This is an optimization exercise on Yosys and OpenROAD, whose aim is small area, a short achievable clock period and few clock cycles per item, not a production implementation. At most, simulation tests tie the RTL to the original design; equivalence was not proved.

==> flow/design.v (excerpt) <==
module loop_engine (
    input  wire               clk,
    input  wire               rst,
    input  wire               start,
    output reg                ready,
    input  wire               preset,
    input  wire        [1:0]  mode,
    input  wire               ff_en,
    input  wire               fb_ok,
    input  wire signed [31:0] sp_r,
    input  wire signed [31:0] fb,
    input  wire signed [31:0] u0,
    input  wire        [23:0] kp,
    input  wire        [26:0] ki,
    input  wire        [20:0] lim_chg,
    input  wire        [20:0] lim_dis,
    input  wire        [31:0] ocv_sum,
    input  wire               ocv_ok,
    input  wire        [23:0] rs_sum,
    input  wire        [31:0] v_last,
    input  wire               vlast_ok,
    output reg                done,
    output reg  signed [31:0] u,
    output reg  signed [31:0] ig,
    output reg  signed [31:0] p,
    output reg  signed [31:0] ff,
    output reg                limhi,
    output reg                limlo,
    output reg                fflost
);
Settings: LEC_CHECK=0, CAP_MARGIN=20, CORE_MARGIN=2, CORE_UTILIZATION=40, PLACE_DENSITY=0.6, SLEW_MARGIN=20; clock period 18.0 ns.
standard.sh (not shown) runs the stock make flow with config.mk's settings and CLKGATE_MAP_FILE= SYNTH_SCRIPT=/design/flow/synth_recipe.tcl, a recipe that flattens the netlist after the stock synthesis.
==> flow/flow/run.sh <==
#!/bin/bash
# Standard layout, with the timing repair aiming at a setup slack of 11 ns
# (the clock period and constraints are the design's own).
set -euo pipefail
export SETUP_SLACK_MARGIN=11
bash standard.sh finish > flow_make.log 2>&1
Next try:
--- a/flow/design.v
+++ b/flow/design.v
@@ -99,21 +99,23 @@
     wire [30:0] p_mag  = cls ? pr[46:16] : pr[33:3];
     wire [31:0] p_val  = p_sat ? (p_neg ? 32'h80000000 : 32'h7fffffff)
                                : (p_neg ? -{1'b0, p_mag} : {1'b0, p_mag});
     reg  [31:0] vA;
     reg  [31:0] vH;
     reg  [23:0] vL;
     reg  [6:0]  vrem;
     wire [55:0] vr    = {vH, vL};
-    wire [35:0] vsum  = {4'd0, vH} + vL[3:0] * vA;
-    wire [3:0]  vq;
-    wire [6:0]  vr_n;
-    loop_div #(.C(125), .W(7)) u_vdiv (
-        .x({(vph == 2'd2 && vcnt == 4'd12) ? {2'b00, vr[55:51]} : vrem, vr[50:47]}), .q(vq), .r(vr_n));
+    wire        v_pre = (st == ST_PREP);
+    wire [31:0] v_mA  = v_pre ? (uprev ^ {32{ng_u}}) : vA;
+    wire [31:0] v_mH  = v_pre ? (ng_u ? {8'd0, vL} : 32'd0) : vH;
+    wire [40:0] vsum  = {9'd0, v_mH} + vL[7:0] * v_mA;
+    wire [14:0] vx    = {(vph == 2'd2 && vcnt == 4'd6) ? {2'b00, vr[55:51]} : vrem, vr[50:43]};
+    wire [7:0]  vq8   = vx / 15'd125;
+    wire [6:0]  vr_n2 = vx % 15'd125;
     wire [47:0] q1    = r_ocvok ? vr[50:3] : 48'd0;
     wire [48:0] q1x   = {1'b0, q1} ^ {49{sg_u}};
     wire signed [48:0] vsig  = {17'd0, vd[31:0]} + q1x + sg_u;
     reg  [51:0] nR;            
     reg  [47:0] vd;            
     reg  [47:0] drem;
     wire [49:0] dx  = {drem, nR[31:30]};
     wire [50:0] ds1 = {1'b0, dx} - {3'b000, vd};
@@ -233,17 +235,17 @@
                         busy  <= 1'b0;
                         st    <= ST_IDLE;
                     end else begin
                         st <= ST_RUN;
                         fflost <= ffm0 && !r_ocvok;
                         if (r_preset) p <= 32'sd0;
                         if (ffm0 && (r_ocvok || r_vlok)) begin
                             vph  <= r_ocvok ? 2'd1 : 2'd0;
-                            ncnt <= 4'd10;
+                            ncnt <= 4'd4;
                             dph  <= 2'd1;
                         end else begin
                             ff <= (r_ffen && cls) ? r_sp : 32'sd0;
                         end
                         if (!r_preset) begin
                             pph <= conv ? 2'd0 : 2'd1;
                             iph <= 3'd1;
                         end
@@ -346,18 +348,19 @@
             s_ok  <= 1'b0;
             sg_e  <= ng_e;
             sg_u  <= ng_u;
             sg_sp <= r_sp[31];
             sg_c  <= iq[41];
             pH    <= ng_e ? {8'd0, pL} : 32'd0;
             pcnt  <= 4'd6;
             vA    <= uprev ^ {32{ng_u}};
-            vH    <= ng_u ? {8'd0, vL} : 32'd0;
-            vcnt  <= 4'd6;
+            vH    <= vsum[39:8];
+            vL    <= {vsum[7:0], vL[23:8]};
+            vcnt  <= 4'd2;
             nR    <= {20'd0, spabs};
             if (conv) begin
                 ipass <= 2'd0;
                 icnt  <= 4'd8;
                 pA    <= iq[33:0] ^ {34{iq[41]}};
                 iL    <= cls ? KA : KB;
                 iH    <= iq[41] ? {2'd0, (cls ? KA : KB)} : 34'd0;
             end else begin
@@ -403,36 +406,36 @@
                     {pH[10:0], pL[23:3]} <= {pH[6:0], pL[23:3], pq};
                     pcnt <= pcnt - 4'd1;
                 end
             end
             default: ;
         endcase
         case (vph)
             2'd1: begin
-                vH <= vsum[35:4];
-                vL <= {vsum[3:0], vL[23:4]};
+                vH <= vsum[39:8];
+                vL <= {vsum[7:0], vL[23:8]};
                 if (vcnt != 4'd1) begin
                     vcnt <= vcnt - 4'd1;
                 end else if (r_preset) begin
-                    vcnt <= 4'd12;
+                    vcnt <= 4'd6;
                 end else begin
-                    vcnt <= 4'd9;
-                    vrem <= {1'b0, vsum[24:19]};
-                    {vH[26:0], vL[23:3]} <= {vsum[18:0], vL[23:7], 12'd0};
+                    vcnt <= 4'd5;
+                    vrem <= {5'd0, vsum[28:27]};
+                    {vH[26:0], vL[23:3]} <= {vsum[26:0], vL[23:11], 8'd0};
                 end
             end
             2'd2: begin
-                vrem <= vr_n;
-                {vH[26:0], vL[23:3]} <= {vH[22:0], vL[23:3], vq};
+                vrem <= vr_n2;
+                {vH[26:0], vL[23:3]} <= {vH[18:0], vL[23:3], vq8};
                 vcnt <= vcnt - 4'd1;
             end
             default: ;
         endcase
-        if (ncnt > 4'd1) nR <= nR + {nR[49:0], 2'b00};
+        if (ncnt > 4'd1) nR <= {nR[44:0], 7'd0} - {nR[50:0], 1'b0} - nR;
         if (ncnt == 4'd1) begin
             drem     <= {19'd0, nR[51:23]};
             nR[31:0] <= {nR[22:0], 9'd0};
         end
         case (dph)
             2'd1: if (v_rdy) begin
                       vd   <= vsig[47:0];
                       dcnt <= 5'd16;
Effect: The changed run ran to the end with no violations. Count of clock-buffer cells in the layout climbs by 8. Maximum frequency drops by 11%. Via count climbs by 3.8%. Design area climbs by 9.5%. Wire length climbs by 1.6%. Cell count climbs by 4.8%. Flip-flop and latch count climbs by 1. Worst hold slack gets better by 0.022 ns. Setup slack gets worse by 0.86 ns.
Testbench counts after the change, summed over its fixed seeds: cycles 54,830, items 3,200.
Function not checked in the first run of this note: the RTL went through the layout flow alone.

-- port drivers added, routing unchanged --
The flow's constraints put no driver on any port. The routed layouts listed below were extracted and timed again, unchanged, in two steps.
Step 1 assumes that a clkbuf_16 drives the clock port and a buf_2 every other input.
Step 2 also shifts input and output timing later by t, the mid clock arrival at the registers, as if the neighbouring blocks saw the same clock.
a / b / c = no drivers / after step 1 / after step 2; a / b = the first two.
| run | shift t [ns] | slack for setup (ns) | worst hold slack (ns) | cell pins on the clock port's net |
|---|---|---|---|---|
| the first run | 0.908 | 10.825 / 10.825 / 10.825 | 0.458 / 0.458 / 0.458 | 1 |
| the second run | 0.906 | 9.960 / 9.960 / 9.960 | 0.480 / 0.480 / 0.480 | 1 |
After both steps every run listed still meets setup and hold.
